Background: an optimization exercise with open tools, aiming at small area, a short achievable clock period and few clock cycles per item. Do not read the settings as production practice.
Function was checked by simulation only, so behaviour that the tests miss may differ from the original.

Design jet_sample, start of the top module:
module jet_sample (
    input  wire        clk,
    input  wire        rst,
    input  wire        in_valid,
    output wire        in_ready,
    input  wire [39:0] tap0,
    input  wire [39:0] tap1,
    input  wire [39:0] tap2,
    input  wire [39:0] tap3,
    input  wire [7:0]  fx,
    input  wire [7:0]  fy,
    input  wire [3:0]  outside,       
    input  wire        edge_clamp,    
    input  wire [1:0]  matrix,        
    input  wire        range_full,    
    input  wire [1:0]  alpha_mode,    
    input  wire        occ_opaque,    
    input  wire [10:0] plane_alpha,   
    output reg         out_valid,
    output reg  [9:0]  r_code,
    output reg  [9:0]  g_code,
    output reg  [9:0]  b_code,
    output reg  [19:0] alpha_p        
);
    assign in_ready = 1'b1;
    reg v0, v1, v2, v3;
    always @(posedge clk) begin
        if (rst) begin
            v0 <= 1'b0; v1 <= 1'b0; v2 <= 1'b0; v3 <= 1'b0; out_valid <= 1'b0;
        end else begin
            v0 <= in_valid; v1 <= v0; v2 <= v1; v3 <= v2; out_valid <= v3;
        end
    end
    reg [39:0] t0_q, t1_q, t2_q, t3_q;
    reg [7:0]  fx_q, fy_q;
    reg        rng_q, occ_q;
    reg [1:0]  mx_q, am_q;
    reg [10:0] pa_q;
    always @(posedge clk) begin
        t0_q <= {tap0[39:10], tap0[9:0] & {10{edge_clamp | ~outside[0]}}};
        t1_q <= {tap1[39:10], tap1[9:0] & {10{edge_clamp | ~outside[1]}}};
        t2_q <= {tap2[39:10], tap2[9:0] & {10{edge_clamp | ~outside[2]}}};
        t3_q <= {tap3[39:10], tap3[9:0] & {10{edge_clamp | ~outside[3]}}};
        fx_q <= fx; fy_q <= fy;
        mx_q <= matrix; rng_q <= range_full; am_q <= alpha_mode;
        occ_q <= occ_opaque; pa_q <= plane_alpha;
    end
    wire w0;
    wire w1;
    wire w2;
    wire w3;
    wire w4;
    wire w5;
    wire w6;
    wire w7;
    wire w8;
    wire w9;
    wire w10;
    wire w11;
    wire w12;
    wire w13;
    wire w14;
    wire w15;
    wire w16;
    wire w17;
    wire w18;
    wire w19;
    wire w20;
    wire w21;
  ...
Size in the first run: ~720 flip-flops, roughly 250 I/O pins, about 100,000 µm² of cells after synthesis.
clock: 28.0 ns
lec_check: 0
cap_margin: 20
core_margin: 2
core_utilization: 45
slew_margin: 20
standard.sh (not shown) runs the stock make flow with config.mk's settings and CLKGATE_MAP_FILE= SYNTH_SCRIPT=/design/flow/synth_recipe.tcl, a recipe that flattens the netlist after the stock synthesis.
==> flow/flow/run.sh <==
#!/bin/bash
# Layout flow: the standard layout (standard.sh) with these changes.
#  - Yosys's synth runs with -noabc, so full adders are extracted from the
#    RTL's own adder structure before any ABC pass (fewer inverters); the
#    registers and the rest of synthesis are as in the standard flow.
#  - repair_timing aims for 21 ns of setup slack on the design's 28 ns
#    clock, i.e. it works on every path longer than 7 ns.
#  - every input and output port still gets its own buffer, but a
#    sky130_fd_sc_hd__buf_1 instead of a delay buffer; repair resizes the
#    ones on critical paths.
#  - pin placement constraints (flow/io.tcl): inputs on the left edge,
#    outputs on the right edge, clock in the middle of the bottom edge.
# The clock period, SDC and every other setting are the design's.
set -euo pipefail
bash standard.sh SYNTH_ARGS=-noabc SETUP_SLACK_MARGIN=21 \
  "BUFFER_PORTS_ARGS=-buffer_cell sky130_fd_sc_hd__buf_1" \
  "IO_CONSTRAINTS=$PWD/flow/io.tcl" finish > standard.log 2>&1
==> flow/flow/io.tcl <==
# Pin placement: the design is a pipeline, so its data inputs go on the left
# edge and its outputs on the right edge, with the clock in the middle of the
# bottom edge, where the clock tree can reach every register in fewer steps.
set data_in {}
set data_out {}
foreach p [get_ports *] {
  set n [get_name $p]
  if { $n == "clk" } { continue }
  if { [get_property $p direction] == "input" } {
    lappend data_in $n
  } else {
    lappend data_out $n
  }
}
set_io_pin_constraint -pin_names {clk} -region bottom:230-245
set_io_pin_constraint -pin_names $data_in -region left:*
set_io_pin_constraint -pin_names $data_out -region right:*
The baseline finished with timing, DRC and antenna clean.
Testbench counts at the start, summed over its fixed seeds: cycles 16,040, samples 16,000.
Next try:
--- a/flow/flow/run.sh
+++ b/flow/flow/run.sh
@@ -11,2 +10,0 @@
-#  - pin placement constraints (flow/io.tcl): inputs on the left edge,
-#    outputs on the right edge, clock in the middle of the bottom edge.
@@ -16,2 +14 @@
-  "BUFFER_PORTS_ARGS=-buffer_cell sky130_fd_sc_hd__buf_1" \
-  "IO_CONSTRAINTS=$PWD/flow/io.tcl" finish > standard.log 2>&1
+  "BUFFER_PORTS_ARGS=-buffer_cell sky130_fd_sc_hd__buf_1" finish > standard.log 2>&1
- ABC_AREA: not set -> 1
- CORE_UTILIZATION: 45 -> 55
removed: flow/flow/io.tcl
Worst setup slack is better by 0.0083 ns.
Sequential share of layout area came out higher by 0.21 points.
Hold slack is worse by 0.029 ns.
Routed wire length came out lower by 1.0%.
Cell count came out higher by 3.7%.
Synthesized cell count came out higher by 10%.
Via count came out higher by 4.1%.

==> what the ideal ports hide <==
The flow's constraints put no driver on any port. The routed layouts listed below were extracted and timed again, unchanged, in two steps.
Step 1 (the two cells are an assumption about what drives the block):
set clk [get_ports {clk}]
set_driving_cell -lib_cell sky130_fd_sc_hd__clkbuf_16 $clk
set_driving_cell -lib_cell sky130_fd_sc_hd__buf_2 [delete_from_list [all_inputs] $clk]
Step 2 moves the port delays by t, midway between the first and last clock arrival at a register: inputs arrive t later, outputs are due t later. That takes back most of the time a late clock gives input paths.
Three values: ideal ports, drivers, drivers and shift; two values: the first two.
run	t, ns	setup WS [ns]	worst register clock-pin slew, ns
the first run	0.792	21.059 / 20.992 / 21.102	0.08 / 0.08
the second run	0.797	21.068 / 20.981 / 21.154	0.07 / 0.07
After both steps every run listed still meets setup and hold.
